From an optimization exercise on the open Yosys and OpenROAD flow, aimed at small area and a short achievable clock period; shortcuts taken in it are not production practice.
Only simulation tests tie the RTL to the original design; equivalence was not proved.

==> flow/design.v, too long to show whole: its modules and the start of the top module <==
// module skl_lane_fma: 117 lines
// module fma_s0: 68 lines
// module fma_s1: 1498 lines
// module fma_s2: 772 lines
// module fma_s3: 43 lines
// module fma_s4: 7 lines
module skl_lane_fma (
    input  wire        clk,
    input  wire        rst,        
    input  wire        in_valid,
    input  wire [1:0]  op,         
    input  wire [31:0] a,
    input  wire [31:0] b,
    input  wire [31:0] c,
    output reg         out_valid,
    output wire [31:0] result
);
  // ...
==> flow/run.sh <==
#!/bin/bash
# synth_recipe.tcl (not shown) runs the flow's synth.tcl, then flattens the netlist and writes it again
# the make line also repeats each setting of config.mk as NAME=value (left out here)
make -C /OpenROAD-flow-scripts/flow DESIGN_CONFIG=/design/flow/config.mk WORK_HOME=/design/flow/orfs CLKGATE_MAP_FILE= SYNTH_SCRIPT=/design/flow/synth_recipe.tcl finish
==> flow/config.mk <==
export PLATFORM = sky130hd
export DESIGN_NAME = skl_lane_fma
export DESIGN_NICKNAME = skl_lane_fma
export VERILOG_FILES = /design/flow/design.v
export SDC_FILE = /design/flow/constraint.sdc
export NUM_CORES = 4
export LEC_CHECK = 0
export CAP_MARGIN = 20
export CORE_MARGIN = 2
export CORE_UTILIZATION = 40
export PLACE_DENSITY = 0.6
export SETUP_SLACK_MARGIN = 4.5
export SLEW_MARGIN = 20
==> flow/constraint.sdc <==
create_clock -name core_clock -period 9.0 [get_ports {clk}]
set_input_delay 1.8000 -clock core_clock [delete_from_list [all_inputs] [get_ports {clk}]]
set_output_delay 1.8000 -clock core_clock [all_outputs]
set_load 0.01 [all_outputs]
==> out/metrics.yaml, run 1 <==
finish:
  multiInputGateArea_um2: 30940
  design_area_um2: 47640
  final_common_cell: "xnor2_1"
  flops_and_latches: 404
  largest_reg_flops: 127
  dominant_cells: "multi-input gates"
  buffers: 336
clock_network:
  cts_buffers: 46
  path_clk_slew_ns: 0.07
  postCtsSetupBuffers: 65
yosys:
  synth-edff-count: 0
  synth.distinct_cells: 101
  synth-compound-area-share_pct: 16.77
  synthTopCellsByArea: "dfxtp_1 (20%), fa_1 (17%), xnor2_1 (11%)"
  synth_mux_area_share_pct: 5.344
  ys_ff_latch: 404
  synth_seq_area_share_pct: 20.11
timing:
  finalClockSkew_ns: 0.02082
  period_share_pct: 53.81
worst_hold_path:
  worstHoldPathType: "reg2reg"
  hold_start: "r1_sp"
drt:
  drtIter0Drc: 3503
  via_per_inst: 5.753
worst_setup_path:
  cp.required_ns: 9.48
  cp_cell_sequence: "ha_4 -> a21oi_4 -> nor2_2 -> or3_4 -> inv_4 -> o2111ai_2 -> and2_4 -> a21oi_4 -> o31a_1 -> o21ba_4 -> o21ai_4 -> fa_2 -> xor2_4 -> or3_4 -> a221oi_4 -> nor4b_4 -> nand2_2 -> nor2b_4 -> nand2_4 -> a221o_1"
status:
  status: "no timing/DRC/antenna violations"
==> inputs of run 2 (changes only) <==
--- a/flow/config.mk
+++ b/flow/config.mk
@@ -8,6 +8,6 @@
 export CAP_MARGIN = 20
 export CORE_MARGIN = 2
-export CORE_UTILIZATION = 40
-export PLACE_DENSITY = 0.6
+export CORE_UTILIZATION = 55
+export PLACE_DENSITY = 0.75
 export SETUP_SLACK_MARGIN = 4.5
 export SLEW_MARGIN = 20
==> out/metrics.yaml, run 2 <==
yosys:
  syn_area_um2: 40230
  ys_ff_latch: 404  # unchanged
  ys_async_sr_fraction_pct: 0
  yosysMostFrequentCell: "xnor2_1"
  syn_nets: 5295
  yosysTopAreaCellShare_pct: 20.11
  avgSynthCellArea_um2: 8.593
  synth_seq_area_share_pct: 20.11  # unchanged
  yosys_warnings: 5
  synthTopCellsByArea: "dfxtp_1 (20%), fa_1 (17%), xnor2_1 (11%)"
  synth-edff-count: 0  # unchanged
  netlist_top_cells_count: "xnor2_1 (519), inv_1 (482), dfxtp_1 (404), fa_1 (345), a22oi_1 (304)"
  yosysTopAreaCell: "dfxtp_1"
  synthFlopType: "dfxtp_1"
  syn_inst: 4681
  synth.distinct_cells: 101  # unchanged
timing:
  slew_headroom_pct: 22.78
  fmax_mhz: 209.3
  timing.hold.ws_ns: 0.3213
  period_share_pct: 53.10  # -0.71 points
  finalClockSkew_ns: 0.03688  # +0.01606 ns
  hold_viol_final: 0
  setup_violations: 0
  final.setup.tns_ns: 0
  worst_slack_ns: 4.221
  worst_slew_pin_slew_ns: 1.156
  drv_slew: 0
  rsz0062_at_grt: "true"
  period_needed_ns: 4.779
job:
  cap_viol_max_count: 0
place:
  gp_congestion: 1.006
  dp_hpwl_um: 99780
  dp_cells: 5546
  port_buffers: 133
  pre_cts_slack_ns: 2.904
finish:
  reg_top3: "r2_v x127, r3_mag x77, r4_pk x31"
  fin_nets: 5376
  num-fill-cells: 5873
  multiInputGateArea_um2: 30620  # -1.0%
  syn_to_final_growth_pct: 16.55
  final_common_cell: "xnor2_1"
  largest-register: "r2_v"
  mostFrequentLayoutCells: "xnor2_1 (492), inv_1 (477), dfxtp_1 (372)"
  instances_no_fill: 5763
  largest_reg_flops: 127  # unchanged
  drive_gt1_share_pct: 14.21
  seqCellArea_um2: 8158
worst_hold_path:
  holdPathEnd: "r3_inf"
  worstHoldPathType: "reg2reg"
  hold-path-cell-count: 0
  hold_start: "r2_inf"
floorplan:
  rows: 99
  die_h_um: 274.4
  dieArea_um2: 75320
  fp.dieW_um: 274.4
  ioPinCount: 134
  initial_core_util_pct: 55.32
  core-area_um2: 72710
clock_network:
  cts_buffers: 46  # unchanged
  clock_sinks: 404
  path_clk_slew_ns: 0.07  # about the same
  clockBufferDepth: 3
  tritoncts: "built"
  cts-root-buf: "clkbuf_16"
  clock_latency_ns: 0.62
  cts_max_level: 2
grt:
  use_met1_pct: 47.06
  grt_usage_pct: 35.50
  met2_usage_pct: 55.99
  grt_max_degree: 61
  antenna_found_initial: 6
  grt_pass1_wl_um: 206000
  grt_pass1_vias: 34490
  grt-ovfl-total: 0
  met3_usage_pct: 7.347
  grt_busiest_layer: "met2"
drt:
  ant_nets: 0
  vias: 36190
  first_pass_iters: 6
  wl_per_cell_um: 23.95
  via_per_inst: 6.279  # +9.1%
  route.detailed.drc: 0
  wirelength_um: 138000
  drtIter0Drc: 4477  # +28%
worst_setup_path:
  worstSetupPathType: "reg2reg"
  reg2reg_from: "r2_v[78]"
  reg2reg_depth: 20
  slowest_delay_ns: 0.42
  cp_max_fo: 5
  cp_cell_sequence: "ha_4 -> a21oi_4 -> nor2_2 -> or3_4 -> inv_4 -> o2111ai_2 -> and2_4 -> a21oi_4 -> o31a_1 -> o21ba_4 -> o21ai_4 -> fa_2 -> xor2_4 -> or3_4 -> a221oi_4 -> nor4b_4 -> nand2_2 -> nor2b_4 -> nand2_4 -> a221o_1"
  rrSetupSlack_ns: 4.22
  worst_setup_path_start_kind: "flip-flop"
  cp.required_ns: 9.50  # +0.02 ns
  reg2reg_to: "r3_lsh[3]"
  endpoint_kind: "flip-flop"
  slowest_stage: "fa_2"
  arrival_ns: 5.28
status:
  status: "no timing/DRC/antenna violations"
run 2: layer usage:
| layer | share of wire [%] | routed length (um) | vias up |
|---|---|---|---|
| met1 | 39 | 53900 | 17260 |
| met2 | 45 | 61900 | 2343 |
| met5 | 0.032 | 44 | - |
| met4 | 5.4 | 7447 | 6 |
| met3 | 11 | 14750 | 530 |
| li1 | - | - | 16050 |
run 2: cell type report:
cell class	count	area share, %
Multi-Input combinational cell	3477	65.30
Sequential cell	404	17.40
Timing Repair Buffer	341	7.141
Inverter	492	4.038
Clock buffer	60	2.802
Tap cell	959	2.559
Clock inverter	26	0.7339
Antenna cell	4	0.02135
run 2: cells by family (layout without fill, tap and decap cells):
group,Yosys count,after routing,synth area share (%)
AND/OR/NAND/NOR,1069,1071,12.89
AO/OA/AOI/OAI,1022,1024,16.77
buffers and inverters,804,919,7.748
XOR/XNOR,673,673,14.72
adder cells (fa/ha/maj),514,514,22.42
flip-flops,404,404,20.11
multiplexers,195,195,5.344
other,0,4,0
run 2: worst max path at each step:
stage	slack (ns)	startpoint	end	cells after the start
after floorplan	4.12	op[1]	r1_sh[11]	20
after global placement	3.01	r2_v[11]	r3_mag[56]	19
after detailed placement	2.90	r2_v[11]	r3_mag[76]	19
after CTS	4.31	r2_v[78]	r3_lsh[3]	20
after global routing	4.09	r2_v[84]	r3_lsh[0]	18
final	4.22	r2_v[78]	r3_lsh[3]	20
run 2: what timing repair did:
action / in CTS / in global routing
setup buffers: 75 / 45
setup endpoints to repair: 183 / 127
hold endpoints to repair: 0 / 0
cloned: 5 / 2
pin swaps: 85 / 58
hold buffers: 0 / 0
gates resized for setup: 255 / 207
run 2: worst max-delay path: cells and delay by family (launching register included):
family	cells	cell delay (ns)
buffers and inverters	1	0.10
XOR/XNOR	1	0.19
flip-flops	1	0.34
adder cells (fa/ha/maj)	2	0.67
AND/OR/NAND/NOR	8	1.81
AO/OA/AOI/OAI	8	1.56
run 2: per-stage QoR:
step                instance area [um2]  utilization [%]
global route                      46880            64.47
detailed placement                42380            58.29
CTS                               45630            62.76
floorplan                         40460                -
global placement                  42380            58.29
finish                            46890            64.48

## separate check: timing with driven ports
No port has a modelled driver above. Below, the same layouts with a new extraction and two added sets of constraints.
Step 1 assumes that a clkbuf_16 drives the clock port and a buf_2 every other input.
Step 2 times the ports against the registers' clock, not the clock port: input delays grow and output delays shrink by t, the midpoint of the rising clock arrivals with the driver on.
Three values: ideal ports, drivers, drivers and shift; two values: the first two.
run | t, ns | setup slack, ns | worst slew at a driven data input, ns | pins driven straight from the clock port
run 1 | 0.684 | 4.157 / 4.157 / 3.901 | 0.07 | 1
run 2 | 0.676 | 4.221 / 4.221 / 3.932 | 0.05 | 1
After both steps every run listed still meets setup and hold. For run 2, which loses most, drivers alone change the setup slack by 0.000 ns; drivers and shift together by -0.289 ns.
